This is an optimization exercise on Yosys and OpenROAD, whose aim is small area and a short achievable clock period, not a production implementation.
At most, simulation tests tie the RTL to the original design; equivalence was not proved.
Only the layout flow was run in runs 1, 2, 4 and 5; the RTL was not checked for function there.
Power and IR drop assume default switching activity.

## flow/setup_margin

```
24.2
```

## flow/port_buffer

```
sky130_fd_sc_hd__buf_1
```

## flow/run.sh

```bash
#!/bin/bash
# The standard ORFS layout (standard.sh, standard synthesis unchanged) with two changes
# to how the layout is made; the clock, its period and the constraints stay the design's:
#  - repair_timing is asked for extra setup slack (flow/setup_margin, in ns), so that it
#    sizes and buffers the logic for a shorter period than the constraint's;
#  - port buffers (every input and output still gets one) use flow/port_buffer.
set -euo pipefail
MARGIN=$(cat flow/setup_margin)
PBUF=$(cat flow/port_buffer)
sed "s|CLKGATE_MAP_FILE= |CLKGATE_MAP_FILE= SETUP_SLACK_MARGIN=$MARGIN 'BUFFER_PORTS_ARGS=-buffer_cell $PBUF' |" \
    standard.sh > standard_tuned.sh
bash standard_tuned.sh > flow_make.log 2>&1
```

## design.v

```verilog
module red_combine (
    input  wire        clk,
    input  wire        rst,
    input  wire        in_valid,
    input  wire [31:0] in_a,
    input  wire [31:0] in_b,
    input  wire [1:0]  in_op,
    input  wire [1:0]  in_rmode,
    input  wire [15:0] in_rand,
    output reg         out_valid,
    output reg  [31:0] out_res
);
    wire a_e0   = ~|in_a[30:23];
    wire b_e0   = ~|in_b[30:23];
    wire a_emax = &in_a[30:23];
    wire b_emax = &in_b[30:23];
    wire a_mz   = ~|in_a[22:0];
    wire b_mz   = ~|in_b[22:0];
    wire a_nan  = a_emax & ~a_mz;
    wire b_nan  = b_emax & ~b_mz;
    wire a_inf  = a_emax & a_mz;
    wire b_inf  = b_emax & b_mz;
    wire sa = in_a[31];
    wire sb = in_b[31];
    wire is_mm  = in_op[0] ^ in_op[1];
    wire is_max = in_op[1];
    wire zero_small = ~is_mm & (a_inf | b_inf);
    wire e_lt;                                      
    gt_t #(8) u_ge (.a(in_b[30:23]), .b(in_a[30:23]), .gt(e_lt));
    wire pick_a_mm = b_nan | (~a_nan & (sa ^ is_max ^ (e_lt & ~(sa ^ sb))));
    wire sel_b = is_mm ? ~pick_a_mm : e_lt;
    wire [6:0] r_ab = {1'b0, in_a[28:23]} - {1'b0, in_b[28:23]};
    wire [6:0] r_ba = {1'b0, in_b[28:23]} - {1'b0, in_a[28:23]};
    wire [5:0] d_ab = a_e0 ? 6'd0 : b_e0 ? in_a[28:23] - 6'd1 : r_ab[5:0];
    wire [5:0] d_ba = b_e0 ? 6'd0 : a_e0 ? in_b[28:23] - 6'd1 : r_ba[5:0];
    wire [1:0] ha = in_a[30:29];
    wire [1:0] hb = in_b[30:29];
    wire ge_ab = ~a_e0 & (b_e0 ? (ha[1] | (ha[0] & |in_a[28:23]))
                                : ((ha == hb + 2'd1) & ~r_ab[6]) | ({1'b0, ha} >= {1'b0, hb} + 3'd2));
    wire ge_ba = ~b_e0 & (a_e0 ? (hb[1] | (hb[0] & |in_b[28:23]))
                                : ((hb == ha + 2'd1) & ~r_ba[6]) | ({1'b0, hb} >= {1'b0, ha} + 3'd2));
    reg        v1;
    reg [31:0] a1, b1;
    reg        sel1;
    reg [5:0]  sh;
    reg        big, sub, zs1, zsm1, nan1, rtz1, stoc1, mmflip, mm1;
    reg [15:0] rnd1;
    always @(posedge clk) begin
        v1    <= ~rst & in_valid;
        a1    <= in_a;
        b1    <= in_b;
        sel1  <= sel_b;
        sh    <= is_mm ? 6'd0 : e_lt ? d_ba : d_ab;
        big   <= ~is_mm & (e_lt ? ge_ba : ge_ab);
        sub   <= (sa ^ sb) & ~is_mm;
        zs1   <= is_mm | a_inf | b_inf;
        zsm1  <= zero_small;
        mmflip <= ~a_nan & ~b_nan & ~(sa ^ sb);
        mm1   <= is_mm;
        nan1  <= is_mm ? (a_nan & b_nan) : (a_nan | b_nan | (a_inf & b_inf & (sa ^ sb)));
        rtz1  <= (in_rmode == 2'd1);
        stoc1 <= (in_rmode == 2'd2);
        rnd1  <= in_rand;
    end
    wire m_gt;
    gt_t #(23) u_gm (.a(b1[22:0]), .b(a1[22:0]), .gt(m_gt));
    wire mgt = (a1[30:23] == b1[30:23]) & m_gt;
    wire [31:0] bg1  = sel1 ? b1 : a1;
    wire [22:0] sm_m = sel1 ? a1[22:0] : b1[22:0];
    wire        sm_h = sel1 ? |a1[30:23] : |b1[30:23];
    wire        s_sm = sel1 ? a1[31] : b1[31];
    wire [23:0] m_sm = zsm1 ? 24'd0 : {sm_h, sm_m};
    wire        bg_e0 = ~|bg1[30:23];
    wire [7:0]  e_big = {bg1[30:24], bg1[23] | bg_e0};
    wire [23:0] m_big = {~bg_e0, bg1[22:0]};
    wire [41:0] y;
    s1_align u_align(.m_sm(m_sm), .sh({big, 1'b0, sh}), .y(y));
    wire [42:0] r1;
    reg any_lo;
    integer k;
    always @(*) begin
        any_lo = 1'b0;
        for (k = 0; k < 24; k = k + 1)
            if (m_sm[k] && (big || sh > k)) any_lo = 1'b1;
    end
    wire swap_mm = mm1 & mgt & mmflip;
    s1_add u_add(.m_big(m_big & {24{~swap_mm}}), .y(y), .en_y(~mm1 | swap_mm),
                 .sub(sub), .rev(sub & mgt), .no_lo(~any_lo), .r1(r1));
    reg        v2;
    reg [42:0] r;
    reg [7:0]  eb2;
    reg        sg2, nan2, sub2, inf2, rtz2, stoc2;
    reg [15:0] rnd2;
    always @(posedge clk) begin
        v2    <= ~rst & v1;
        r     <= r1;
        eb2   <= e_big;
        sg2   <= (mgt & ~mm1) ? s_sm : bg1[31];
        nan2  <= nan1;
        sub2  <= sub;
        rtz2  <= rtz1;
        stoc2 <= stoc1;
        inf2  <= zs1 | ~rtz1;
        rnd2  <= rnd1;
    end
    wire [23:0] n; wire [15:0] d; wire st; wire [4:0] lz;
    s2_norm u_norm(.r(r), .eb2(eb2), .n(n), .d(d), .st(st), .lz(lz));
    wire [31:0] result;
    s2_round u_round(.r(r), .eb2(eb2), .n(n), .d(d), .st(st), .lz(lz), .rnd2(rnd2), .stoc2(stoc2), .rtz2(rtz2), .inf2(inf2), .nan2(nan2), .sg2(sg2), .sub2(sub2), .result(result));
    always @(posedge clk) begin
        out_valid <= ~rst & v2;
        out_res   <= result;
    end
endmodule
module s1_align(input [23:0] m_sm, input [7:0] sh, output [41:0] y);
    wire big = |sh[7:6];
    wire [41:0] x0 = {m_sm, 18'd0};
    wire [41:0] x1 = sh[0] ? { 1'd0, x0[41:1]}  : x0;
    wire [41:0] x2 = sh[1] ? { 2'd0, x1[41:2]}  : x1;
    wire [41:0] x3 = sh[2] ? { 4'd0, x2[41:4]}  : x2;
    wire [41:0] x4 = sh[3] ? { 8'd0, x3[41:8]}  : x3;
    wire [41:0] x5 = sh[4] ? {16'd0, x4[41:16]} : x4;
    wire [41:0] x6 = (sh[5] | big) ? {32'd0, x5[41:32] & {10{~big}}} : x5;
    wire jam = (sh[4] & (|x4[15:0])) | ((sh[5] | big) & (|x5[31:0])) | (big & (|x5[41:32]));
    assign y = {x6[41:1], x6[0] | jam};
endmodule
module s1_add(input [23:0] m_big, input [41:0] y, input en_y, input sub, input rev,
              input no_lo, output [42:0] r1);
    wire [18:0] lo_any;
    or_prefix #(18) u_lo (.a(y[17:0]), .y(lo_any));
    assign r1[17:0] = y[17:0] ^ ({18{sub}} & lo_any[17:0]);
    wire [24:0] s;
    add_bk #(25) u_hi (.a({1'b0, m_big}), .b({1'b0, y[41:18] & {24{en_y}}} ^ {25{sub}}),
                       .c(sub & ~rev & no_lo), .y(s));
    assign r1[42:18] = s ^ {25{rev}};
endmodule
module s2_norm(input [42:0] r, input [7:0] eb2, output [23:0] n, output [15:0] d, output st, output reg [4:0] lz);
    wire [25:0] xs = r[42:17];
    integer i;
    always @(*) begin
        lz = 5'd26;
        for (i = 0; i < 26; i = i + 1)
            if (xs[i]) lz = 5'd25 - i[4:0];
    end
    wire lz_ok = (|eb2[7:5]) | (lz <= eb2[4:0]);
    wire [4:0] L = lz_ok ? lz : eb2[4:0];
    wire [25:0] shl = xs << L;
    assign n  = shl[25:2];
    assign d  = (L == 5'd0) ? r[18:3] : (L == 5'd1) ? r[17:2] : (L == 5'd2) ? r[16:1] : 16'd0;
    assign st = (L == 5'd0) ? |r[2:0] : (L == 5'd1) ? |r[1:0] : (L == 5'd2) ? r[0] : 1'b0;
endmodule
module s2_round(input [42:0] r, input [7:0] eb2, input [23:0] n, input [15:0] d, input st, input [4:0] lz,
  input [15:0] rnd2, input stoc2, input rtz2, input inf2, input nan2, input sg2, input sub2, output [31:0] result);
    wire [7:0]  e_field = n[23] ? eb2 + 8'd1 - {3'd0, lz} : 8'd0;
    wire r_zero = ~|r[42:17];
    wire d_gt_r;
    gt_t #(16) u_gtr (.a(d), .b(rnd2), .gt(d_gt_r));
    wire round_up = stoc2 ? d_gt_r : (~rtz2 & d[15] & ((|d[14:0]) | st | n[0]));
    wire [31:0] ones;
    and_prefix #(31) u_rnd (.a({e_field, n[22:0]}), .y(ones));
    wire [31:0] code = {1'b0, e_field, n[22:0]} ^ ({32{round_up}} & ones);
    wire ovf = code[31] | &code[30:23];
    wire sign = sg2 & ~(sub2 & r_zero);
    assign result = nan2 ? 32'h7FC0_0000 :
                         {sign, ovf ? (inf2 ? 31'h7F80_0000 : 31'h7F7F_FFFF) : code[30:0]};
endmodule
module inc_g #(parameter N=31) (input [N-1:0] a, input c, output [N:0] y);
  localparam G = (N+4)/4;
  wire [4*G-1:0] ap = {{(4*G-N){1'b0}}, a};
  wire [4*G-1:0] s;
  wire [G:0] gc;             
  assign gc[0] = c;
  genvar g;
  generate for (g = 0; g < G; g = g + 1) begin: grp
    wire [3:0] q = ap[4*g+3:4*g];
    assign gc[g+1] = gc[g] & (&q);
    wire c1 = gc[g] & q[0];
    wire c2 = c1 & q[1];
    wire c3 = c2 & q[2];
    assign s[4*g+3:4*g] = q ^ {c3, c2, c1, gc[g]};
  end endgenerate
  assign y = s[N:0];
endmodule
module or_prefix #(parameter N=18) (input [N-1:0] a, output [N:0] y);
  localparam G = (N+4)/4;
  wire [4*G-1:0] ap = {{(4*G-N){1'b0}}, a};
  wire [4*G-1:0] s;
  wire [G:0] gc;
  assign gc[0] = 1'b0;
  genvar g;
  generate for (g = 0; g < G; g = g + 1) begin: grp
    wire [3:0] q = ap[4*g+3:4*g];
    assign gc[g+1] = gc[g] | (|q);
    wire c1 = gc[g] | q[0];
    wire c2 = c1 | q[1];
    wire c3 = c2 | q[2];
    assign s[4*g+3:4*g] = {c3, c2, c1, gc[g]};
  end endgenerate
  assign y = s[N:0];
endmodule
module and_prefix #(parameter N=31) (input [N-1:0] a, output [N:0] y);
  localparam G = (N+4)/4;
  wire [4*G-1:0] ap = {{(4*G-N){1'b0}}, a};
  wire [4*G-1:0] s;
  wire [G:0] gc;
  assign gc[0] = 1'b1;
  genvar g;
  generate for (g = 0; g < G; g = g + 1) begin: grp
    wire [3:0] q = ap[4*g+3:4*g];
    assign gc[g+1] = gc[g] & (&q);
    wire c1 = gc[g] & q[0];
    wire c2 = c1 & q[1];
    wire c3 = c2 & q[2];
    assign s[4*g+3:4*g] = {c3, c2, c1, gc[g]};
  end endgenerate
  assign y = s[N:0];
endmodule
module gt_t #(parameter N=23) (input [N-1:0] a, input [N-1:0] b, output gt);
  function integer lg2;
    input integer v;
    integer t;
    begin
      lg2 = 0;
      for (t = 1; t < v; t = t * 2) lg2 = lg2 + 1;
    end
  endfunction
  localparam LG = lg2(N);
  localparam M = 1 << LG;
  wire [M-1:0] g0 = {{(M-N){1'b0}}, a & ~b};
  wire [M-1:0] e0 = {{(M-N){1'b1}}, ~(a ^ b)};
  genvar l, i;
  generate for (l = 0; l < LG; l = l + 1) begin: lv
    wire [(M>>(l+1))-1:0] gg, ee;
    for (i = 0; i < (M>>(l+1)); i = i + 1) begin: nd
      wire gh, gl, eh, el;
      if (l == 0) begin: f0
        assign gh = g0[2*i+1]; assign gl = g0[2*i]; assign eh = e0[2*i+1]; assign el = e0[2*i];
      end else begin: fn
        assign gh = lv[l-1].gg[2*i+1]; assign gl = lv[l-1].gg[2*i]; assign eh = lv[l-1].ee[2*i+1]; assign el = lv[l-1].ee[2*i];
      end
      assign gg[i] = gh | (eh & gl);
      assign ee[i] = eh & el;
    end
  end endgenerate
  assign gt = lv[LG-1].gg[0];
endmodule
module add_bk #(parameter N=43) (input [N-1:0] a, input [N-1:0] b, input c, output [N-1:0] y);
  function integer lg2;
    input integer v;
    integer t;
    begin
      lg2 = 0;
      for (t = 1; t < v; t = t * 2) lg2 = lg2 + 1;
    end
  endfunction
  localparam M = N+1;
  localparam LG = lg2(M);
  wire [M-1:0] g [0:2*LG];
  wire [M-1:0] p [0:2*LG];
  assign g[0] = {a & b, c};
  assign p[0] = {a ^ b, 1'b0};
  genvar l, i;
  generate
    for (l = 0; l < LG; l = l + 1) begin: up
      for (i = 0; i < M; i = i + 1) begin: b
        if ((i % (2<<l)) == (2<<l)-1) begin: n
          assign g[l+1][i] = g[l][i] | (p[l][i] & g[l][i-(1<<l)]);
          assign p[l+1][i] = p[l][i] & p[l][i-(1<<l)];
        end else begin: w
          assign g[l+1][i] = g[l][i];
          assign p[l+1][i] = p[l][i];
        end
      end
    end
    for (l = LG-1; l > 0; l = l - 1) begin: dn
      for (i = 0; i < M; i = i + 1) begin: b
        if (i >= (3<<(l-1))-1 && ((i - ((3<<(l-1))-1)) % (2<<(l-1))) == 0) begin: n
          assign g[2*LG-l][i] = g[2*LG-l-1][i] | (p[2*LG-l-1][i] & g[2*LG-l-1][i-(1<<(l-1))]);
          assign p[2*LG-l][i] = p[2*LG-l-1][i] & p[2*LG-l-1][i-(1<<(l-1))];
        end else begin: w
          assign g[2*LG-l][i] = g[2*LG-l-1][i];
          assign p[2*LG-l][i] = p[2*LG-l-1][i];
        end
      end
    end
  endgenerate
  assign y = p[0][M-1:1] ^ g[2*LG-1][M-2:0];
endmodule
```

## config.mk

```make
export PLATFORM = sky130hd
export DESIGN_NAME = red_combine
export DESIGN_NICKNAME = red_combine
export VERILOG_FILES = /design/flow/design.v
export SDC_FILE = /design/flow/constraint.sdc
export NUM_CORES = 4
export LEC_CHECK = 0
export ABC_AREA = 1
export CAP_MARGIN = 20
export CORE_MARGIN = 2
export CORE_UTILIZATION = 60
export SLEW_MARGIN = 20
```

## constraint.sdc

```tcl
create_clock -name core_clock -period 32.0 [get_ports {clk}]
set_input_delay 6.4000 -clock core_clock [delete_from_list [all_inputs] [get_ports {clk}]]
set_output_delay 6.4000 -clock core_clock [all_outputs]
set_load 0.01 [all_outputs]
```

## standard.sh

```bash
#!/bin/bash
# synth_recipe.tcl (not shown) runs the flow's synth.tcl, then flattens the netlist and writes it again
# the make line also repeats each setting of config.mk as NAME=value (left out here)
make -C /OpenROAD-flow-scripts/flow DESIGN_CONFIG=/design/flow/config.mk WORK_HOME=/design/flow/orfs CLKGATE_MAP_FILE= SYNTH_SCRIPT=/design/flow/synth_recipe.tcl "${@:-finish}"
```

==> results of run 1 <==
-- registers in the layout, indices dropped and copies added (netlist names), 6 cells and up --
name,cells
out_res,32
rnd1,16
r,43
sh,6
b1,32
eb2,8
rnd2,16
a1,32
-- placed cells by master, fill, tap and decap left out, types with 73 or more instances in the layout --
| cell | n |
|---|---|
| xor2_1 | 73 |
| buf_1 | 108 |
| ha_1 | 100 |
| nand3_1 | 205 |
| nor2_1 | 148 |
| inv_1 | 247 |
| dfxtp_1 | 203 |
| a21oi_1 | 80 |
| o21ai_0 | 151 |
| nand2_1 | 556 |
-- stage by stage --
| stage | worst slack (ns) | utilization | power, mW | cells | hold WS [ns] |
|---|---|---|---|---|---|
| after floorplan | 24.00 | - | 1.11 | 2250 | 0.310 |
| final | 24.29 | 0.675 | 1.64 | 2688 | 0.326 |
| after detailed placement | 23.33 | 0.632 | 1.32 | 2627 | 0.314 |
| after global placement | 23.36 | 0.631 | 1.29 | 2626 | 0.310 |
| after CTS | 24.16 | 0.667 | 1.61 | 2674 | 0.327 |
| after global routing | 24.13 | 0.675 | 1.79 | 2688 | 0.331 |
-- what timing repair did --
item,4_1_cts,5_1_grt
setup endpoints to repair,9,46
pin swaps,2,11
gates cloned,0,0
setup buffers,4,14
resized for setup,9,30
-- critical path: stages --
cell	delay, ns
buf_6	0.13
inv_16	0.06
ha_4	0.11
inv_2	0.04
fa_2	0.38
o21ai_2	0.13
nand3_1	0.09
a21oi_2	0.14
o21ai_1	0.09
nand2_2	0.14
nand2_1	0.08
o21ai_2	0.07
xor2_1	0.08
o21ai_1	0.14
nand2_1	0.06
-- cell families (layout without fill, tap and decap cells) --
logic type,Yosys count,after routing
xor gates and xnor gates,109,109
DFF,204,204
adders and majority gates,121,121
muxes,5,5
buffers and inverters,362,470
AOI/OAI and AO/OA,369,369
and+or+nand+nor,1080,1080
-- final cells by class --
class	count	area share
inverters	273	0.0626
clock buffers	30	0.0393
flip-flops and latches	204	0.242
repair buffers	154	0.0449
well taps	330	0.0245
clock inverters	13	0.0102
multi-input cells	1684	0.576
-- routing by layer --
| metal | track usage | up-vias | part of all wire | routed length [um] |
|---|---|---|---|---|
| li1 | - | 7615 | - | - |
| met1 | 0.390 | 6837 | 0.40 | 17800 |
| met2 | 0.573 | 595 | 0.48 | 21000 |
| met3 | 0.0489 | 143 | 0.070 | 3090 |
| met4 | 0.146 | 0 | 0.049 | 2140 |
| met5 | 0 | - | 0 | 0 |
-- where the power goes --
part / switching (mW) / internal, mW / total [mW]
sequential: 0.0364 / 0.319 / 0.356
clock: 0.112 / 0.172 / 0.285
combinational: 0.644 / 0.355 / 0.999
-- worst min-delay path by stage --
stage,startpoint,to,cells after the start
finish,rnd1[0],rnd2[0],0
CTS,rnd1[5],rnd2[5],0
global route,rnd1[3],rnd2[3],0
detailed placement,rnd1[5],rnd2[5],0
floorplan,nan1,nan2,0
global placement,rnd1[3],rnd2[3],0
==> flow_metrics.py, run 1 <==
metrics = {
    "run_status": {
        "status": "complete, no violations",
    },
    "route": {
        "vias": 15190,
        "avgRoutedWirePerCell_um": 16.4,
        "via_per_inst": 5.65,
        "drt_pre_antenna_iters": 6,
        "dr.first_iter.drc_count": 1250,
        "routed_wl_um": 44000,
        "antenna_left": 0,
        "drc": 0,
    },
    "global_route": {
        "gr-total-overflow": 0,
        "grt_pass1_vias": 14169,
        "grt_pass1_wl_um": 69600,
        "grt_max_degree": 64,
        "antenna_found_initial": 0,
        "grt.total_usage": 0.325,
    },
    "min_path": {
        "hold_class": "reg2reg",
    },
    "yosys": {
        "yosys.area_share.adder": 0.109,
        "yosys.area.top_type": "dfxtp_1",
        "synth_area_sq_um": 15100,
        "synth_area_leaders": "dfxtp_1 (27%), nand2_1 (14%), ha_1 (8.6%), nand3_1 (6.8%), inv_1 (6.3%)",
        "ys_types": 65,
        "synthSimpleGateAreaFrac": 0.317,
        "synth_ff_type": "dfxtp_1",
        "synth_compound_area_frac": 0.140,
        "synth_nets": 2458,
        "ys_seq_area_frac": 0.270,
        "synthTopCellsByCount": "nand2_1 (559), inv_1 (252), nand3_1 (205)",
        "synth_cells": 2250,
        "yosysMostFrequentCell": "nand2_1",
        "synth_top_area_frac": 0.270,
        "ys_ff_latch": 204,
        "synth_edf_count": 0,
        "muxShareOfSynthArea": 0.00339,
        "syn_avg_cell_area_sq_um": 6.72,
        "async_reset_ff_frac": 0,
        "ys_warn_count": 3,
        "synth_top_family_by_area": "simple AND/OR/NAND/NOR gates",
        "synth-xor-area-share": 0.0631,
    },
    "cts": {
        "htree_levels": 1,
        "cts_hold_buffers": 0,
        "cts_made_buffers": 24,
        "cts_tree": "done",
        "clk_pin_slew_ns": 0.06,
        "clock_path_buffers": 3,
        "cts-root-buf": "clkbuf_16",
        "clock-sinks": 204,
        "clock_latency_ns": 0.54,
    },
    "setup_path": {
        "end_kind": "flip-flop",
        "cp-endpoint": "sel1",
        "r2r_slack_ns": 24.78,
        "startpoint": "in_a[23]",
        "start_kind": "input port",
        "crit_fanout": 6,
        "arrival_ns": 8.14,
        "worstRegToRegCells": 44,
        "crit_type": "in2reg",
        "reg2reg_to": "r[41]",
        "r2r_start": "a1[1]",
        "critPathRequiredTime_ns": 32.43,
    },
    "cells_and_area": {
        "nFillCells": 2248,
        "nNetsFinal": 2549,
        "multiInputGateArea_sq_um": 9710,
        "antenna_cells": 0,
        "drive_gt1_frac": 0.0810,
        "register_area_sq_um": 4090,
        "fin_area_sq_um": 16900,
        "area_delta_synth_final_pct": 11.5,
    },
    "floorplan": {
        "rows": 58,
        "fp.dieH_um": 163,
        "die-area_sq_um": 26500,
        "die_w_um": 163,
        "initial_core_util": 0.606,
        "core_sq_um": 25000,
        "ios": 120,
    },
    "sta": {
        "finalCritPeriodShare": 0.241,
        "fmax_mhz": 130,
        "final.setup.tns_ns": 0,
        "finalCriticalPeriod_ns": 7.71,
        "final-max-slew-violation-count": 0,
        "worst_pin_slew_ns": 1.01,
        "fin_worst_skew_ns": 0.0154,
        "rsz0062_at_grt": "yes",
        "setup_viol": 0,
        "final_hold_viol_count": 0,
        "slew_headroom": 0.326,
    },
    "power_and_ir_drop": {
        "leakage_nw": 8.11,
        "p_per_area_nw_per_um2": 97.3,
        "vdd_drop_max_mv": 0.0690,
    },
    "flow_run": {
        "max_cap_viol_count": 0,
    },
    "placed_design": {
        "dpl.hpwl_um": 34400,
        "placed_area_sq_um": 15800,
        "gp_congestion": 1.02,
        "io_buffers": 119,
    },
}
==> run 2, diff against run 1 <==
==> flow/setup_margin (replaced) <==
24.5
==> run 2 against run 1 <==
Compared with the run above:
- via count grew 0.69%
- still clean on timing, DRC and antenna
- critical path depth is the same
- global-route usage grew 1.1 points
- synthesized cell count is the same
- clock power shrank 5%
- critical endpoint is now sh[1]
- wire length grew 2.7%
- non-clock buffer count grew 4
- die area is the same
- worst hold slack lost 0.0025 ns
- final cell count grew 0.19%
- final area grew 0.99%
==> flow_metrics.py, run 2 <==
metrics = {
    "power_and_ir_drop": {
        "p_per_area_nw_per_um2": 95.9,
        "vdd_drop_max_mv": 0.0754,
        "power.share.switching": 0.487,
        "leakage_nw": 8.14,
        "switchingPower_mw": 0.795,
        "p_clk_frac": 0.166,
        "power.share.combinational": 0.614,
        "seq_power_share": 0.220,
        "internal-power_mw": 0.838,
    },
    "floorplan": {
        "rows": 58,
        "die-area_sq_um": 26500,
        "die_w_um": 163,
        "fp.dieH_um": 163,
        "core_sq_um": 25000,
        "initial_core_util": 0.606,
        "ios": 120,
    },
    "cts": {
        "clock_latency_ns": 0.54,
        "htree_levels": 1,
        "cts_tree": "done",
        "cts_hold_buffers": 0,
        "clock_path_buffers": 3,
        "cts_made_buffers": 24,
        "cts-root-buf": "clkbuf_16",
        "clock-sinks": 204,
        "clk_pin_slew_ns": 0.06,
    },
    "route": {
        "drt_pre_antenna_iters": 6,
        "routed_wl_um": 45200,
        "avgRoutedWirePerCell_um": 16.8,
        "vias": 15295,
        "antenna_left": 0,
        "via_per_inst": 5.68,
        "drc": 0,
        "dr.first_iter.drc_count": 1371,
    },
    "sta": {
        "final_hold_viol_count": 0,
        "finalCritPeriodShare": 0.241,
        "setup_viol": 0,
        "final-max-slew-violation-count": 0,
        "slew_headroom": 0.319,
        "rsz0062_at_grt": "yes",
        "fin_worst_skew_ns": 0.0130,
        "fmax_mhz": 129,
        "final.setup.tns_ns": 0,
        "finalCriticalPeriod_ns": 7.73,
        "worst_pin_slew_ns": 1.02,
    },
    "yosys": {
        "ys_seq_area_frac": 0.270,
        "yosysMostFrequentCell": "nand2_1",
        "synth_edf_count": 0,
        "async_reset_ff_frac": 0,
        "ys_ff_latch": 204,
        "yosys.area.top_type": "dfxtp_1",
        "ys_warn_count": 3,
        "synth_ff_type": "dfxtp_1",
        "synth_area_leaders": "dfxtp_1 (27%), nand2_1 (14%), ha_1 (8.6%), nand3_1 (6.8%), inv_1 (6.3%)",
        "synthTopCellsByCount": "nand2_1 (559), inv_1 (252), nand3_1 (205)",
        "synth_area_sq_um": 15100,
        "ys_types": 65,
        "synth_cells": 2250,
        "synth_top_area_frac": 0.270,
        "syn_avg_cell_area_sq_um": 6.72,
        "synth_nets": 2458,
    },
    "cells_and_area": {
        "finalNonFillerCells": 2693,
        "largest_reg_flops": 43,
        "area_delta_synth_final_pct": 12.6,
        "register_area_sq_um": 4090,
        "regMostFlops": "r",
        "nFillCells": 2242,
        "antenna_cells": 0,
        "final_cell_mix": "nand2_1 (554), inv_1 (243), nand3_1 (205)",
        "mostFrequentLayoutCell": "nand2_1",
        "multiInputGateArea_sq_um": 9840,
        "nNetsFinal": 2554,
        "drive_gt1_frac": 0.0893,
    },
    "setup_path": {
        "path_cells": "buf_12, inv_16, ha_4, inv_2, fa_2, o21ai_2, nand3_1, a21oi_2, o21ai_1, nand2_2, buf_4, buf_6, nor2_4, o211ai_1, a21oi_1",
        "arrival_ns": 8.14,
        "critPathRequiredTime_ns": 32.41,
        "start_kind": "input port",
        "crit_fanout": 8,
        "end_kind": "flip-flop",
        "cp_slowest_cell": "fa_2",
        "crit_type": "in2reg",
        "cpPeakStageDelay_ns": 0.38,
    },
    "run_status": {
        "status": "complete, no violations",
    },
    "global_route": {
        "antenna_found_initial": 0,
        "grt.total_usage": 0.335,
        "grt_pass1_vias": 14497,
        "grt_pass1_wl_um": 71500,
        "gr-total-overflow": 0,
        "grt_max_degree": 63,
    },
    "placed_design": {
        "dpl.hpwl_um": 34900,
        "placedCellCount": 2623,
        "gp_congestion": 1.01,
        "io_buffers": 119,
    },
    "flow_run": {
        "max_cap_viol_count": 0,
    },
    "min_path": {
        "hold_class": "reg2reg",
    },
}
[run 2: kinds of logic after synthesis]
| family | share of synthesized area |
|---|---|
| adder cells (fa/ha/maj) | 0.109 |
| multiplexers | 0.00339 |
| AO/OA/AOI/OAI | 0.140 |
| AND/OR/NAND/NOR | 0.317 |
| XOR/XNOR | 0.0631 |
| buffers and inverters | 0.0971 |
| flip-flops | 0.270 |
[run 2: path summary, 6_finish.rpt]
check        startpoint        to  slack (ns)  depth (start not counted)
min reg2reg    rnd1[11]  rnd2[11]        0.32                          0
min            rnd1[11]  rnd2[11]        0.32                          0
max            in_a[23]     sh[1]       24.27                         15
max reg2reg       a1[1]     r[41]       24.97                         44
[run 2: critical path: cells and delay by family]
| kind | cells | cell delay (ns) |
|---|---|---|
| adders and majority gates | 2 | 0.49 |
| AOI/OAI and AO/OA | 5 | 0.49 |
| buffers and inverters | 5 | 0.45 |
| and+or+nand+nor | 3 | 0.32 |
[run 2: timing repair]
action,4_1_cts,5_1_grt
buffers inserted,10,16
setup endpoints to repair,41,45
resized for setup,27,43
pin swaps,9,12
gates cloned,0,1
[run 2: power groups by stage]
| stage | sequential [mW] | combinational, mW | clock [mW] |
|---|---|---|---|
| after floorplan | 0.360 | 0.751 | 0 |
| after global placement | 0.362 | 0.929 | 0 |
| after detailed placement | 0.363 | 0.954 | 0 |
| after CTS | 0.358 | 0.966 | 0.273 |
| after global routing | 0.366 | 1.14 | 0.284 |
| final | 0.360 | 1.00 | 0.270 |
[run 2: area by class of cell]
class                   count  share of cell area
inverters                 273              0.0621
flip-flops and latches    204               0.240
multi-input cells        1685               0.578
well taps                 330              0.0243
repair buffers            158              0.0488
clock buffers              29              0.0376
clock inverters            14             0.00904
[run 2: per-layer routing]
layer	global-route usage	wire (um)	vias to the layer above
li1	-	-	7613
met1	0.401	18300	6908
met2	0.598	22000	623
met3	0.0466	2740	151
met4	0.147	2200	0
met5	0	0	-
[run 2: per-stage QoR]
step / worst slack, ns / hold slack, ns / power [mW] / instance area, sq um / utilization
after detailed placement: 23.29 / 0.312 / 1.32 / 15700 / 0.630
after CTS: 24.29 / 0.324 / 1.60 / 16700 / 0.668
after global placement: 23.32 / 0.311 / 1.29 / 15700 / 0.630
after global routing: 24.15 / 0.326 / 1.79 / 17000 / 0.682
final: 24.27 / 0.323 / 1.63 / 17000 / 0.682
after floorplan: 24.00 / 0.310 / 1.11 / 15200 / -
==> run 3, diff against run 2 <==
--- a/design.v
+++ b/design.v
@@ -29,2 +29,5 @@
     gt_t #(8) u_ge (.a(in_b[30:23]), .b(in_a[30:23]), .gt(e_lt));
+    wire m_gt;                                      
+    gt_t #(23) u_gm (.a(in_b[22:0]), .b(in_a[22:0]), .gt(m_gt));
+    wire e_eq = (in_a[30:23] == in_b[30:23]);
     wire pick_a_mm = b_nan | (~a_nan & (sa ^ is_max ^ (e_lt & ~(sa ^ sb))));
@@ -45,3 +48,3 @@
     reg [5:0]  sh;
-    reg        big, sub, zs1, zsm1, nan1, rtz1, stoc1, mmflip, mm1;
+    reg        big, sub, zs1, zsm1, nan1, rtz1, stoc1, mgt, mmflip, mm1;
     reg [15:0] rnd1;
@@ -57,2 +60,3 @@
         zsm1  <= zero_small;
+        mgt   <= e_eq & m_gt;
         mmflip <= ~a_nan & ~b_nan & ~(sa ^ sb);
@@ -64,5 +68,2 @@
     end
-    wire m_gt;
-    gt_t #(23) u_gm (.a(b1[22:0]), .b(a1[22:0]), .gt(m_gt));
-    wire mgt = (a1[30:23] == b1[30:23]) & m_gt;
     wire [31:0] bg1  = sel1 ? b1 : a1;
@@ -87,3 +88,3 @@
     s1_add u_add(.m_big(m_big & {24{~swap_mm}}), .y(y), .en_y(~mm1 | swap_mm),
-                 .sub(sub), .rev(sub & mgt), .no_lo(~any_lo), .r1(r1));
+                 .inv_big(sub & mgt), .inv_y(sub & ~mgt), .no_lo(~any_lo), .r1(r1));
     reg        v2;
@@ -126,3 +127,3 @@
 endmodule
-module s1_add(input [23:0] m_big, input [41:0] y, input en_y, input sub, input rev,
+module s1_add(input [23:0] m_big, input [41:0] y, input en_y, input inv_big, input inv_y,
               input no_lo, output [42:0] r1);
@@ -130,7 +131,5 @@
     or_prefix #(18) u_lo (.a(y[17:0]), .y(lo_any));
-    assign r1[17:0] = y[17:0] ^ ({18{sub}} & lo_any[17:0]);
-    wire [24:0] s;
-    add_bk #(25) u_hi (.a({1'b0, m_big}), .b({1'b0, y[41:18] & {24{en_y}}} ^ {25{sub}}),
-                       .c(sub & ~rev & no_lo), .y(s));
-    assign r1[42:18] = s ^ {25{rev}};
+    assign r1[17:0] = y[17:0] ^ ({18{inv_y}} & lo_any[17:0]);
+    add_bk #(25) u_hi (.a({1'b0, m_big} ^ {25{inv_big}}), .b({1'b0, y[41:18] & {24{en_y}}} ^ {25{inv_y}}),
+                       .c((inv_big | inv_y) & no_lo), .y(r1[42:18]));
 endmodule
--- a/flow/run.sh
+++ b/flow/run.sh
@@ -5,2 +5,3 @@
 #    sizes and buffers the logic for a shorter period than the constraint's;
+#  - repair_timing does not clone gates;
 #  - port buffers (every input and output still gets one) use flow/port_buffer.
@@ -9,3 +10,3 @@
 PBUF=$(cat flow/port_buffer)
-sed "s|CLKGATE_MAP_FILE= |CLKGATE_MAP_FILE= SETUP_SLACK_MARGIN=$MARGIN 'BUFFER_PORTS_ARGS=-buffer_cell $PBUF' |" \
+sed "s|CLKGATE_MAP_FILE= |CLKGATE_MAP_FILE= SETUP_SLACK_MARGIN=$MARGIN SKIP_GATE_CLONING=1 'BUFFER_PORTS_ARGS=-buffer_cell $PBUF' |" \
     standard.sh > standard_tuned.sh
==> flow/setup_margin (replaced) <==
24.2
--- a/config.mk
+++ b/config.mk
@@ -11,2 +11,5 @@
 export CORE_UTILIZATION = 60
+export CTS_BUF_LIST = sky130_fd_sc_hd__clkbuf_16
+export CTS_CLUSTER_DIAMETER = 100
+export CTS_CLUSTER_SIZE = 30
 export SLEW_MARGIN = 20
==> run 3 against run 2 <==
Compared with the run above:
- still clean
- worst hold slack better by 0.0059 ns
- count of clock-buffer cells in the layout is 16 lower
- final cell count is 1.3% lower
- synthesized cell count is 0.49% higher
- worst setup slack better by 0.014 ns
- critical path type unchanged
- highest routed layer unchanged
==> flow_metrics.py, run 3 <==
metrics = {
    "placed_design": {
        "dpl.hpwl_um": 33400,
        "io_buffers": 119,
        "placed_area_sq_um": 15600,
        "gp_congestion": 1.02,
    },
    "setup_path": {
        "critPathRequiredTime_ns": 32.39,
        "end_kind": "flip-flop",
        "crit_fanout": 2,
        "start_kind": "input port",
        "crit_type": "in2reg",
        "reg2reg_to": "out_res[5]",
        "worstRegToRegCells": 56,
        "r2r_slack_ns": 25.05,
        "arrival_ns": 8.11,
        "r2r_start": "r[19]",
    },
    "sta": {
        "finalCritPeriodShare": 0.241,
        "rsz0062_at_grt": "yes",
        "finalCriticalPeriod_ns": 7.71,
        "fin_worst_skew_ns": 0.0192,
        "final.setup.tns_ns": 0,
        "worst_hold_slack_ns": 0.329,
        "setup_viol": 0,
        "fmax_mhz": 130,
        "final_hold_viol_count": 0,
        "worst_pin_slew_ns": 0.816,
        "final-max-slew-violation-count": 0,
        "slew_headroom": 0.452,
    },
    "power_and_ir_drop": {
        "vdd_drop_max_mv": 0.0649,
        "switchingPower_mw": 0.754,
        "leakage_nw": 7.94,
        "power.share.switching": 0.509,
        "seq_power_share": 0.241,
        "power.share.combinational": 0.636,
        "p_per_area_nw_per_um2": 91.7,
        "internal-power_mw": 0.729,
        "p_clk_frac": 0.123,
    },
    "yosys": {
        "synth_compound_area_frac": 0.131,
        "synthSimpleGateAreaFrac": 0.322,
        "synth_nets": 2470,
        "yosysMostFrequentCell": "nand2_1",
        "ys_types": 62,
        "ys_warn_count": 3,
        "synth_top_family_by_area": "simple AND/OR/NAND/NOR gates",
        "synthTopCellsByCount": "nand2_1 (628), inv_1 (236), dfxtp_1 (205)",
        "ys_seq_area_frac": 0.274,
        "muxShareOfSynthArea": 0.0108,
        "synth_top_area_frac": 0.274,
        "yosys.area_share.adder": 0.110,
        "synth-xor-area-share": 0.0636,
        "synth_area_sq_um": 15000,
        "yosys.area.top_type": "dfxtp_1",
        "async_reset_ff_frac": 0,
        "synth_edf_count": 0,
        "ys_ff_latch": 205,
        "syn_avg_cell_area_sq_um": 6.64,
        "synth_area_leaders": "dfxtp_1 (27%), nand2_1 (16%), ha_1 (8.8%), nand3_1 (6.6%), inv_1 (5.9%)",
        "synth_ff_type": "dfxtp_1",
        "synth_cells": 2261,
    },
    "global_route": {
        "grt.total_usage": 0.311,
        "grt_pass1_vias": 13614,
        "grt_pass1_wl_um": 66900,
        "antenna_found_initial": 0,
        "gr-total-overflow": 0,
        "grt_max_degree": 46,
    },
    "min_path": {
        "holdPathEnd": "stoc2",
        "hold_class": "reg2reg",
        "min_delay_path_depth": 0,
        "hold_start": "stoc1",
    },
    "route": {
        "dr.first_iter.drc_count": 1359,
        "drt_pre_antenna_iters": 6,
        "antenna_left": 0,
        "vias": 14818,
        "avgRoutedWirePerCell_um": 15.6,
        "drc": 0,
        "routed_wl_um": 41500,
        "via_per_inst": 5.58,
    },
    "cts": {
        "clk_pin_slew_ns": 0.11,
        "cts_made_buffers": 12,
        "clock-sinks": 205,
        "cts_tree": "done",
        "clock_path_buffers": 3,
        "cts-root-buf": "clkbuf_16",
        "cts_hold_buffers": 0,
        "clock_latency_ns": 0.50,
        "htree_levels": 1,
    },
    "floorplan": {
        "core_sq_um": 24500,
        "ios": 120,
        "die_w_um": 162,
        "die-area_sq_um": 26300,
        "initial_core_util": 0.613,
        "fp.dieH_um": 162,
        "rows": 57,
    },
    "flow_run": {
        "max_cap_viol_count": 0,
    },
    "run_status": {
        "status": "complete, no violations",
    },
    "cells_and_area": {
        "mostFrequentLayoutCell": "nand2_1",
        "largest_reg_flops": 43,
        "area_delta_synth_final_pct": 7.75,
        "regMostFlops": "r",
        "nNetsFinal": 2537,
        "drive_gt1_frac": 0.0540,
        "final_cell_mix": "nand2_1 (626), inv_1 (229), dfxtp_1 (204)",
        "fin_area_sq_um": 16200,
        "antenna_cells": 0,
    },
}
run 3: changes by cell type in the layout (fill, tap and decap cells not counted), sizes merged, moves of 17 or more:
cell / change
xnor2: -17
o211ai: -17
inv: -25
nand2: +64
nor2: +38
nand4: -19
buf: -22
xor2: +17
run 3: how the worst max path moves through the flow:
stage               startpoint     endpoint  cells past startpoint
finish                 in_a[1]          mgt                     11
global route             r[19]  out_res[11]                     53
CTS                   in_a[26]        sh[4]                     13
detailed placement    in_a[23]        sh[4]                     13
global placement      in_a[23]        sh[4]                     13
floorplan             in_a[23]         sel1                     12
run 3: kinds of logic (layout without fill, tap and decap cells):
| family | count (synthesis) | count (layout) |
|---|---|---|
| adder cells (fa/ha/maj) | 122 | 122 |
| multiplexers | 16 | 16 |
| AO/OA/AOI/OAI | 348 | 348 |
| buffers and inverters | 332 | 404 |
| flip-flops | 205 | 205 |
| AND/OR/NAND/NOR | 1129 | 1129 |
| XOR/XNOR | 109 | 109 |
run 3: layout make-up:
type	instances	area (sq um)
Clock inverter	6	113
Multi-Input combinational cell	1724	9680
Clock buffer	13	325
Timing Repair Buffer	137	594
Tap cell	324	405
Fill cell	2205	8300
Sequential cell	205	4110
Inverter	248	942
run 3: worst max-delay path, cell delays in order:
cell and delay (ns):
buf_1 0.21, inv_8 0.04, ha_4 0.21, a31o_4 0.21
a21o_1 0.16, a21oi_1 0.18, o221a_2 0.22, o221a_2 0.20
nor3_2 0.05, o21ai_1 0.14, a21oi_1 0.08
run 3: per-stage QoR:
stage | std cells | total power, mW | util | setup WS [ns]
floorplan | 2261 | 1.07 | - | 24.04
global placement | 2634 | 1.26 | 0.638 | 23.47
detailed placement | 2634 | 1.28 | 0.638 | 23.45
CTS | 2656 | 1.47 | 0.657 | 24.19
global route | 2657 | 1.63 | 0.661 | 24.19
finish | 2657 | 1.48 | 0.661 | 24.29
run 3: what timing repair did:
action	in CTS	in global routing
endpoints found under the setup margin	8	40
gates cloned	0	0
pin swaps	1	3
resized for setup	4	31
buffers inserted	3	1
run 3: power groups by stage:
stage / clock network [mW] / registers (mW) / logic (mW)
6_report: 0.182 / 0.358 / 0.943
5_1_grt: 0.196 / 0.365 / 1.07
4_1_cts: 0.186 / 0.357 / 0.924
3_5_place_dp: 0 / 0.363 / 0.917
3_3_place_gp: 0 / 0.361 / 0.898
2_1_floorplan: 0 / 0.362 / 0.713
run 3: layer usage:
metal,track usage,vias up,share of wire
met1,0.409,6638,0.44
met4,0.105,0,0.033
li1,-,7486,-
met3,0.0332,100,0.067
met5,0,-,0
met2,0.532,594,0.46
==> run 4, diff against run 3 <==
--- a/design.v
+++ b/design.v
@@ -36,10 +36,6 @@
     wire [6:0] r_ba = {1'b0, in_b[28:23]} - {1'b0, in_a[28:23]};
-    wire [5:0] d_ab = a_e0 ? 6'd0 : b_e0 ? in_a[28:23] - 6'd1 : r_ab[5:0];
-    wire [5:0] d_ba = b_e0 ? 6'd0 : a_e0 ? in_b[28:23] - 6'd1 : r_ba[5:0];
     wire [1:0] ha = in_a[30:29];
     wire [1:0] hb = in_b[30:29];
-    wire ge_ab = ~a_e0 & (b_e0 ? (ha[1] | (ha[0] & |in_a[28:23]))
-                                : ((ha == hb + 2'd1) & ~r_ab[6]) | ({1'b0, ha} >= {1'b0, hb} + 3'd2));
-    wire ge_ba = ~b_e0 & (a_e0 ? (hb[1] | (hb[0] & |in_b[28:23]))
-                                : ((hb == ha + 2'd1) & ~r_ba[6]) | ({1'b0, hb} >= {1'b0, ha} + 3'd2));
+    wire ge_ab = ((ha == hb + 2'd1) & ~r_ab[6]) | ({1'b0, ha} >= {1'b0, hb} + 3'd2);
+    wire ge_ba = ((hb == ha + 2'd1) & ~r_ba[6]) | ({1'b0, hb} >= {1'b0, ha} + 3'd2);
     reg        v1;
@@ -55,3 +51,3 @@
         sel1  <= sel_b;
-        sh    <= is_mm ? 6'd0 : e_lt ? d_ba : d_ab;
+        sh    <= is_mm ? 6'd0 : e_lt ? r_ba[5:0] : r_ab[5:0];
         big   <= ~is_mm & (e_lt ? ge_ba : ge_ab);
@@ -70,6 +66,9 @@
     wire [22:0] sm_m = sel1 ? a1[22:0] : b1[22:0];
-    wire        sm_h = sel1 ? |a1[30:23] : |b1[30:23];
+    wire        a1_e0 = ~|a1[30:23];
+    wire        b1_e0 = ~|b1[30:23];
+    wire        sm_e0 = sel1 ? a1_e0 : b1_e0;
+    wire        bg_e0 = sel1 ? b1_e0 : a1_e0;
+    wire        fix1 = sm_e0 & ~bg_e0;
     wire        s_sm = sel1 ? a1[31] : b1[31];
-    wire [23:0] m_sm = zsm1 ? 24'd0 : {sm_h, sm_m};
-    wire        bg_e0 = ~|bg1[30:23];
+    wire [23:0] m_sm = zsm1 ? 24'd0 : fix1 ? {sm_m, 1'b0} : {~sm_e0, sm_m};
     wire [7:0]  e_big = {bg1[30:24], bg1[23] | bg_e0};
--- a/flow/run.sh
+++ b/flow/run.sh
@@ -5,3 +5,2 @@
 #    sizes and buffers the logic for a shorter period than the constraint's;
-#  - repair_timing does not clone gates;
 #  - port buffers (every input and output still gets one) use flow/port_buffer.
@@ -10,3 +9,3 @@
 PBUF=$(cat flow/port_buffer)
-sed "s|CLKGATE_MAP_FILE= |CLKGATE_MAP_FILE= SETUP_SLACK_MARGIN=$MARGIN SKIP_GATE_CLONING=1 'BUFFER_PORTS_ARGS=-buffer_cell $PBUF' |" \
+sed "s|CLKGATE_MAP_FILE= |CLKGATE_MAP_FILE= SETUP_SLACK_MARGIN=$MARGIN 'BUFFER_PORTS_ARGS=-buffer_cell $PBUF' |" \
     standard.sh > standard_tuned.sh
==> run 4 against run 3 <==
Compared with the run above:
- still clean on timing, DRC and antenna
- non-clock buffer count increased by 7
- sequential share of layout area fell by 0.088 points
- global-route usage is essentially flat
- count of clock-buffer cells in the layout fell by 2
- clock skew decreased by 0.0048 ns
- power increased by 3.8%
- critical path depth grew 5
- via count up 0.32%
- critical path type unchanged
- critical endpoint is now sh[5]
==> flow_metrics.py, run 4 <==
metrics = {
    "global_route": {
        "grt_pass1_vias": 13576,
        "antenna_found_initial": 0,
        "grt_pass1_wl_um": 66700,
        "grt_max_degree": 104,
        "grt.total_usage": 0.311,
        "gr-total-overflow": 0,
    },
    "floorplan": {
        "die_w_um": 162,
        "fp.dieH_um": 162,
        "rows": 57,
        "ios": 120,
        "core_sq_um": 24400,
        "initial_core_util": 0.613,
        "die-area_sq_um": 26200,
    },
    "yosys": {
        "synth_edf_count": 0,
        "synth_top_family_by_area": "simple AND/OR/NAND/NOR gates",
        "ys_types": 57,
        "yosys.area.top_type": "dfxtp_1",
        "synth_compound_area_frac": 0.141,
        "synthSimpleGateAreaFrac": 0.319,
        "synth_ff_type": "dfxtp_1",
        "yosys.area_share.adder": 0.104,
        "yosysMostFrequentCell": "nand2_1",
        "ys_warn_count": 3,
        "synth_area_sq_um": 15000,
        "synth_top_area_frac": 0.274,
        "synth_cells": 2262,
        "ys_ff_latch": 205,
        "ys_seq_area_frac": 0.274,
        "synth-xor-area-share": 0.0591,
        "synth_nets": 2463,
        "async_reset_ff_frac": 0,
        "muxShareOfSynthArea": 0.00477,
        "synthTopCellsByCount": "nand2_1 (586), inv_1 (262), dfxtp_1 (205)",
        "syn_avg_cell_area_sq_um": 6.61,
        "synth_area_leaders": "dfxtp_1 (27%), nand2_1 (15%), ha_1 (8.1%), inv_1 (6.6%), nand3_1 (6.1%)",
    },
    "route": {
        "antenna_left": 0,
        "avgRoutedWirePerCell_um": 15.7,
        "drc": 0,
        "routed_wl_um": 41800,
        "vias": 14865,
        "drt_pre_antenna_iters": 6,
        "via_per_inst": 5.60,
        "dr.first_iter.drc_count": 1300,
    },
    "cells_and_area": {
        "mostFrequentLayoutCell": "nand2_1",
        "finalNonFillerCells": 2654,
        "largest_reg_flops": 43,
        "final_cell_mix": "nand2_1 (580), inv_1 (257), dfxtp_1 (204)",
        "antenna_cells": 0,
        "fin_area_sq_um": 16200,
        "nNetsFinal": 2529,
        "regMostFlops": "r",
        "drive_gt1_frac": 0.0665,
        "area_delta_synth_final_pct": 8.46,
    },
    "power_and_ir_drop": {
        "finalPower_mw": 1.54,
        "leakage_nw": 7.91,
        "vdd_drop_max_mv": 0.0697,
        "p_per_area_nw_per_um2": 94.9,
    },
    "setup_path": {
        "r2r_slack_ns": 24.94,
        "cp_slowest_cell": "fa_2",
        "end_kind": "flip-flop",
        "cpPeakStageDelay_ns": 0.41,
        "crit_type": "in2reg",
        "crit_path_frequent_cell": "nand2_1",
        "startpoint": "in_a[23]",
        "r2r_start": "b1[24]",
        "crit_fanout": 3,
        "arrival_ns": 8.16,
        "start_kind": "input port",
        "critPathRequiredTime_ns": 32.39,
        "path_cells": "buf_8, inv_4, ha_4, fa_2, nand2_1, nand2_1, nand2_1, nand2_2, mux2i_1, inv_1, nand2_1, a21oi_2, a211oi_2, inv_1, o21ai_2, a21oi_1",
    },
    "cts": {
        "clk_pin_slew_ns": 0.11,
        "cts_tree": "done",
        "htree_levels": 1,
        "clock-sinks": 205,
        "clock_latency_ns": 0.49,
        "cts_made_buffers": 11,
        "cts_hold_buffers": 0,
        "clock_path_buffers": 3,
        "cts-root-buf": "clkbuf_16",
    },
    "placed_design": {
        "placedCellCount": 2628,
        "placed_area_sq_um": 15600,
        "io_buffers": 119,
        "gp_congestion": 0.978,
        "dpl.hpwl_um": 33200,
    },
    "sta": {
        "final_hold_viol_count": 0,
        "setup_viol": 0,
        "fin_worst_skew_ns": 0.0144,
        "final-max-slew-violation-count": 0,
        "fmax_mhz": 129,
        "worst_pin_slew_ns": 0.796,
        "final.setup.tns_ns": 0,
        "rsz0062_at_grt": "yes",
        "finalCriticalPeriod_ns": 7.77,
        "finalCritPeriodShare": 0.243,
        "slew_headroom": 0.465,
    },
    "min_path": {
        "hold_class": "reg2reg",
        "hold_start": "rnd1[3]",
    },
    "run_status": {
        "status": "complete, no violations",
    },
    "flow_run": {
        "max_cap_viol_count": 0,
    },
}
## run 4: cell types whose count changed after synthesis, moves of 7 or more
cell	change
o21ai_0	+14
nand2_2	+7
o211ai_1	+32
inv_1	+26
a21oi_1	-10
o22ai_1	-8
nand3_1	-16
mux2i_1	-9
buf_2	+10
nand2_1	-42
nor2_1	-7
ha_1	-8
nor3_1	-12
nand4_1	+26
## run 4: stage by stage
step,setup slack (ns),hold slack [ns],utilization
after floorplan,24.00,0.310,-
after global placement,23.45,0.310,0.639
after detailed placement,23.31,0.312,0.639
after CTS,24.11,0.323,0.654
after global routing,24.12,0.327,0.665
final,24.23,0.324,0.665
## run 4: final cells by class
class | count | area, sq um
inverters | 279 | 1060
repair buffers | 144 | 704
fillers | 2219 | 8170
well taps | 324 | 405
clock inverters | 4 | 70.1
flip-flops and latches | 205 | 4110
clock buffers | 11 | 275
multi-input cells | 1687 | 9600
## run 4: kinds of logic (layout without fill, tap and decap cells)
| logic type | after synthesis | in the layout |
|---|---|---|
| AO/OA/AOI/OAI | 370 | 370 |
| XOR/XNOR | 101 | 101 |
| adder cells (fa/ha/maj) | 114 | 114 |
| buffers and inverters | 371 | 438 |
| flip-flops | 205 | 205 |
| multiplexers | 7 | 7 |
| AND/OR/NAND/NOR | 1094 | 1095 |
## run 4: per-layer routing
layer | track usage | vias up | share of wire
li1 | - | 7514 | -
met1 | 0.413 | 6704 | 0.44
met2 | 0.529 | 550 | 0.47
met3 | 0.0317 | 97 | 0.058
met4 | 0.104 | 0 | 0.033
met5 | 0 | - | 0
## run 4: where the power goes
part	leakage [nW]	internal, mW	switching (mW)
logic	6.02	0.355	0.669
registers	1.72	0.320	0.0366
clock network	0.168	0.0736	0.0866
total	7.91	0.748	0.792
## run 4: final timing paths
check / endpoint / cells past startpoint
max: sh[5] / 16
min: rnd2[3] / 0
max reg2reg: r[41] / 43
min reg2reg: rnd2[3] / 0
## run 4: critical path, delay by kind of cell
| kind | cells | cell delay (ns) |
|---|---|---|
| buf+inv | 4 | 0.29 |
| fa+ha+maj | 2 | 0.57 |
| compound gates | 4 | 0.37 |
| simple gates | 5 | 0.36 |
| mux | 1 | 0.17 |
## run 4: repair_timing
item / CTS / global route
endpoints found under the setup margin: 34 / 42
gates resized for setup: 8 / 67
cloned: 0 / 1
buffers inserted: 1 / 9
pin swaps: 1 / 16
==> run 5, diff against run 4 <==
--- a/design.v
+++ b/design.v
@@ -27,4 +27,6 @@
     wire zero_small = ~is_mm & (a_inf | b_inf);
-    wire e_lt;                                      
-    gt_t #(8) u_ge (.a(in_b[30:23]), .b(in_a[30:23]), .gt(e_lt));
+    wire e_gt_hi, e_gt_lo;
+    gt_t #(4) u_geh (.a(in_b[30:27]), .b(in_a[30:27]), .gt(e_gt_hi));
+    gt_t #(4) u_gel (.a(in_b[26:23]), .b(in_a[26:23]), .gt(e_gt_lo));
+    wire e_eq_hi = (in_b[30:27] == in_a[30:27]);
     wire m_gt;                                      
@@ -32,4 +34,4 @@
     wire e_eq = (in_a[30:23] == in_b[30:23]);
-    wire pick_a_mm = b_nan | (~a_nan & (sa ^ is_max ^ (e_lt & ~(sa ^ sb))));
-    wire sel_b = is_mm ? ~pick_a_mm : e_lt;
+    wire pick_a_lt = b_nan | (~a_nan & (sa ^ is_max ^ ~(sa ^ sb)));
+    wire pick_a_ge = b_nan | (~a_nan & (sa ^ is_max));
     wire [6:0] r_ab = {1'b0, in_a[28:23]} - {1'b0, in_b[28:23]};
@@ -42,5 +44,6 @@
     reg [31:0] a1, b1;
-    reg        sel1;
-    reg [5:0]  sh;
-    reg        big, sub, zs1, zsm1, nan1, rtz1, stoc1, mgt, mmflip, mm1;
+    reg        sel_lt, sel_ge, egh1, eqh1, egl1;
+    reg [5:0]  sh_ab, sh_ba;
+    reg        big_ab, big_ba;
+    reg        sub, zs1, zsm1, nan1, rtz1, stoc1, mgt, mmflip, mm1;
     reg [15:0] rnd1;
@@ -50,5 +53,11 @@
         b1    <= in_b;
-        sel1  <= sel_b;
-        sh    <= is_mm ? 6'd0 : e_lt ? r_ba[5:0] : r_ab[5:0];
-        big   <= ~is_mm & (e_lt ? ge_ba : ge_ab);
+        sel_lt <= is_mm ? ~pick_a_lt : 1'b1;
+        sel_ge <= is_mm ? ~pick_a_ge : 1'b0;
+        egh1  <= e_gt_hi;
+        eqh1  <= e_eq_hi;
+        egl1  <= e_gt_lo;
+        sh_ab <= r_ab[5:0];
+        sh_ba <= r_ba[5:0];
+        big_ab <= ge_ab;
+        big_ba <= ge_ba;
         sub   <= (sa ^ sb) & ~is_mm;
@@ -64,2 +73,6 @@
     end
+    wire e_lt = egh1 | (eqh1 & egl1);                
+    wire sel1 = e_lt ? sel_lt : sel_ge;
+    wire [5:0] sh  = mm1 ? 6'd0 : sel1 ? sh_ba : sh_ab;
+    wire       big = ~mm1 & (sel1 ? big_ba : big_ab);
     wire [31:0] bg1  = sel1 ? b1 : a1;
==> run 5 against run 4 <==
Compared with the run above:
- critical endpoint is now mgt
- clock power grew 6%
- flip-flop and latch count is 10 higher
- first-iteration DRC count grew 0.69%
- sequential share of layout area up 0.65 points
- clock skew rose by 0.011 ns
- synthesized cell count increased by 0.88%
- final area up 2.2%
- combinational power is 7% higher
==> flow_metrics.py, run 5 <==
metrics = {
    "route": {
        "antenna_left": 0,
        "via_per_inst": 5.64,
        "drt_pre_antenna_iters": 7,
        "drc": 0,
        "routed_wl_um": 41800,
        "avgRoutedWirePerCell_um": 15.6,
        "dr.first_iter.drc_count": 1309,
        "vias": 15150,
    },
    "sta": {
        "final_hold_viol_count": 0,
        "finalCritPeriodShare": 0.238,
        "fmax_mhz": 131,
        "setup_viol": 0,
        "worst_pin_slew_ns": 0.896,
        "final.setup.tns_ns": 0,
        "slew_headroom": 0.400,
        "final-max-slew-violation-count": 0,
        "finalCriticalPeriod_ns": 7.61,
        "fin_worst_skew_ns": 0.0250,
        "rsz0062_at_grt": "yes",
    },
    "power_and_ir_drop": {
        "leakage_nw": 8.04,
        "vdd_drop_max_mv": 0.0756,
        "p_per_area_nw_per_um2": 98.2,
    },
    "setup_path": {
        "arrival_ns": 7.99,
        "worstRegToRegCells": 43,
        "reg2reg_to": "r[41]",
        "critPathRequiredTime_ns": 32.38,
        "start_kind": "input port",
        "cp_slowest_cell": "ha_1",
        "crit_type": "in2reg",
        "crit_path_frequent_cell": "o221a_2",
        "r2r_slack_ns": 24.92,
        "r2r_start": "eqh1",
        "cpPeakStageDelay_ns": 0.28,
        "crit_fanout": 2,
        "end_kind": "flip-flop",
        "path_cells": "buf_1, inv_1, ha_1, a31o_2, a21o_1, a21oi_1, o221a_2, o221a_2, o211ai_1, nand4_1, a31oi_1",
    },
    "floorplan": {
        "fp.dieH_um": 164,
        "rows": 58,
        "die-area_sq_um": 27000,
        "initial_core_util": 0.612,
        "core_sq_um": 25300,
        "ios": 120,
        "die_w_um": 164,
    },
    "yosys": {
        "synth_nets": 2483,
        "synth_top_area_frac": 0.279,
        "async_reset_ff_frac": 0,
        "synth_area_leaders": "dfxtp_1 (28%), nand2_1 (13%), ha_1 (7.9%), inv_1 (6.8%), nand3_1 (5.9%)",
        "ys_types": 66,
        "synth_cells": 2282,
        "synth_ff_type": "dfxtp_1",
        "synthTopCellsByCount": "nand2_1 (535), inv_1 (279), dfxtp_1 (215)",
        "ys_warn_count": 3,
        "syn_avg_cell_area_sq_um": 6.77,
        "ys_ff_latch": 215,
        "synth_edf_count": 0,
        "yosys.area.top_type": "dfxtp_1",
        "ys_seq_area_frac": 0.279,
        "synth_area_sq_um": 15400,
        "yosysMostFrequentCell": "nand2_1",
    },
    "cells_and_area": {
        "finalNonFillerCells": 2686,
        "antenna_cells": 0,
        "area_delta_synth_final_pct": 7.38,
        "final_cell_mix": "nand2_1 (533), inv_1 (274), dfxtp_1 (215)",
        "mostFrequentLayoutCell": "nand2_1",
        "drive_gt1_frac": 0.0658,
        "nNetsFinal": 2554,
        "regMostFlops": "r",
        "largest_reg_flops": 43,
    },
    "placed_design": {
        "placedCellCount": 2650,
        "io_buffers": 119,
        "dpl.hpwl_um": 33300,
        "gp_congestion": 0.999,
    },
    "cts": {
        "cts_tree": "done",
        "htree_levels": 1,
        "cts_made_buffers": 12,
        "clock_path_buffers": 3,
        "cts_hold_buffers": 0,
        "clock_latency_ns": 0.49,
        "clock-sinks": 215,
        "cts-root-buf": "clkbuf_16",
        "clk_pin_slew_ns": 0.11,
    },
    "global_route": {
        "grt_pass1_wl_um": 67000,
        "antenna_found_initial": 0,
        "grt_max_degree": 103,
        "grt.total_usage": 0.305,
        "gr-total-overflow": 0,
        "grt_pass1_vias": 13885,
    },
    "min_path": {
        "holdPathEnd": "rnd2[3]",
        "hold_class": "reg2reg",
        "min_delay_path_depth": 0,
        "hold_start": "rnd1[3]",
    },
    "flow_run": {
        "max_cap_viol_count": 0,
    },
    "run_status": {
        "status": "complete, no violations",
    },
}
## run 5: cell types whose count changed after synthesis, moves of 10 or more
cell     delta
xor2_1     -21
inv_1      +17
nand2_1    -51
xnor2_1    +28
dfxtp_1    +10
buf_1      -11
## run 5: per-layer routing
| layer | track usage | vias to the layer above | routed length (um) |
|---|---|---|---|
| met5 | 0 | - | 0 |
| li1 | - | 7606 | - |
| met3 | 0.0342 | 105 | 2480 |
| met4 | 0.104 | 0 | 1560 |
| met1 | 0.395 | 6920 | 18100 |
| met2 | 0.527 | 519 | 19700 |
## run 5: area by class of cell
cell class	instances	area, sq um
clock buffers	13	325
well taps	330	413
inverters	296	1140
multi-input cells	1678	9630
flip-flops and latches	215	4300
clock inverters	4	71.3
repair inverters	5	27.5
repair buffers	145	674
fillers	2382	8670
## run 5: kinds of logic after synthesis
group,share of synthesized area
XOR/XNOR,0.0612
adder cells (fa/ha/maj),0.101
AND/OR/NAND/NOR,0.311
buffers and inverters,0.102
flip-flops,0.279
AO/OA/AOI/OAI,0.141
multiplexers,0.00591
## run 5: power by group
group	internal [mW]	switching, mW	total, mW	leakage (nW)
Clock	0.0775	0.0917	0.169	0.190
Sequential	0.336	0.0340	0.370	1.81
Combinational	0.377	0.713	1.09	6.04
## run 5: critical path, delay by kind of cell
kind	cells	cell delay, ns
compound gates	7	1.09
fa+ha+maj	1	0.28
buf+inv	2	0.14
simple gates	1	0.08
## run 5: how the worst max path moves through the flow
stage | start | to | slack [ns] | cells after the start
global placement | in_a[1] | mgt | 23.89 | 11
floorplan | in_a[1] | mgt | 24.14 | 10
CTS | r[19] | out_res[20] | 24.19 | 54
global route | eqh1 | r[41] | 24.16 | 45
detailed placement | in_a[1] | mgt | 23.87 | 11
finish | in_a[1] | mgt | 24.39 | 11
## run 5: per-stage QoR
| stage | hold WS, ns | utilization | power (mW) | setup slack [ns] | cell area, sq um |
|---|---|---|---|---|---|
| 6_report | 0.318 | 0.657 | 1.63 | 24.39 | 16600 |
| 5_1_grt | 0.317 | 0.657 | 1.79 | 24.16 | 16600 |
| 4_1_cts | 0.318 | 0.648 | 1.61 | 24.19 | 16400 |
| 3_5_place_dp | 0.314 | 0.632 | 1.43 | 23.87 | 16000 |
| 3_3_place_gp | 0.311 | 0.632 | 1.41 | 23.89 | 16000 |
| 2_1_floorplan | 0.310 | - | 1.20 | 24.14 | 15400 |
## run 5: timing repair
item | CTS | global route
gates resized for setup | 4 | 25
endpoints found under the hold margin | 0 | 0
gates cloned | 0 | 5
pin swaps | 0 | 4
buffers inserted | 0 | 14
setup endpoints to repair | 34 | 41

## static timing again, ports no longer ideal
How much do the figures lean on ideal ports? The routed layouts below were timed once more, with nothing changed but the port constraints.
Step 1: set_driving_cell puts a clkbuf_16 on clk and a buf_2 on each other input, an assumption about the parent block.
Step 2 adds t to the input delays and takes it off the output delays; t is the mean of the earliest and latest rising clock arrival at the registers after step 1. Input paths then give back, and output paths get back, about the clock's delay inside the block.
Slacks: ideal / step 1 / step 2; pairs: ideal / step 1.
| run | t (ns) | setup WS [ns] | hold WS [ns] | latest minus earliest clock arrival (ns) | worst slew at a driven data input, ns |
|---|---|---|---|---|---|
| run 1 | 0.584 | 24.288 / 24.305 / 23.721 | 0.326 / 0.326 / 0.326 | 0.016 / 0.016 | 0.05 |
| run 2 | 0.588 | 24.274 / 24.284 / 23.696 | 0.323 / 0.323 / 0.323 | 0.014 / 0.014 | 0.06 |
| run 3 | 0.538 | 24.288 / 24.314 / 23.776 | 0.329 / 0.329 / 0.329 | 0.020 / 0.021 | 0.04 |
| run 4 | 0.530 | 24.229 / 24.232 / 23.702 | 0.324 / 0.324 / 0.324 | 0.014 / 0.015 | 0.05 |
| run 5 | 0.524 | 24.393 / 24.420 / 23.896 | 0.318 / 0.318 / 0.318 | 0.028 / 0.028 | 0.04 |
After both steps setup and hold are still met in every run listed. The setup slack of run 2, which loses most, moves by +0.010 ns with the drivers and by -0.578 ns with both steps.
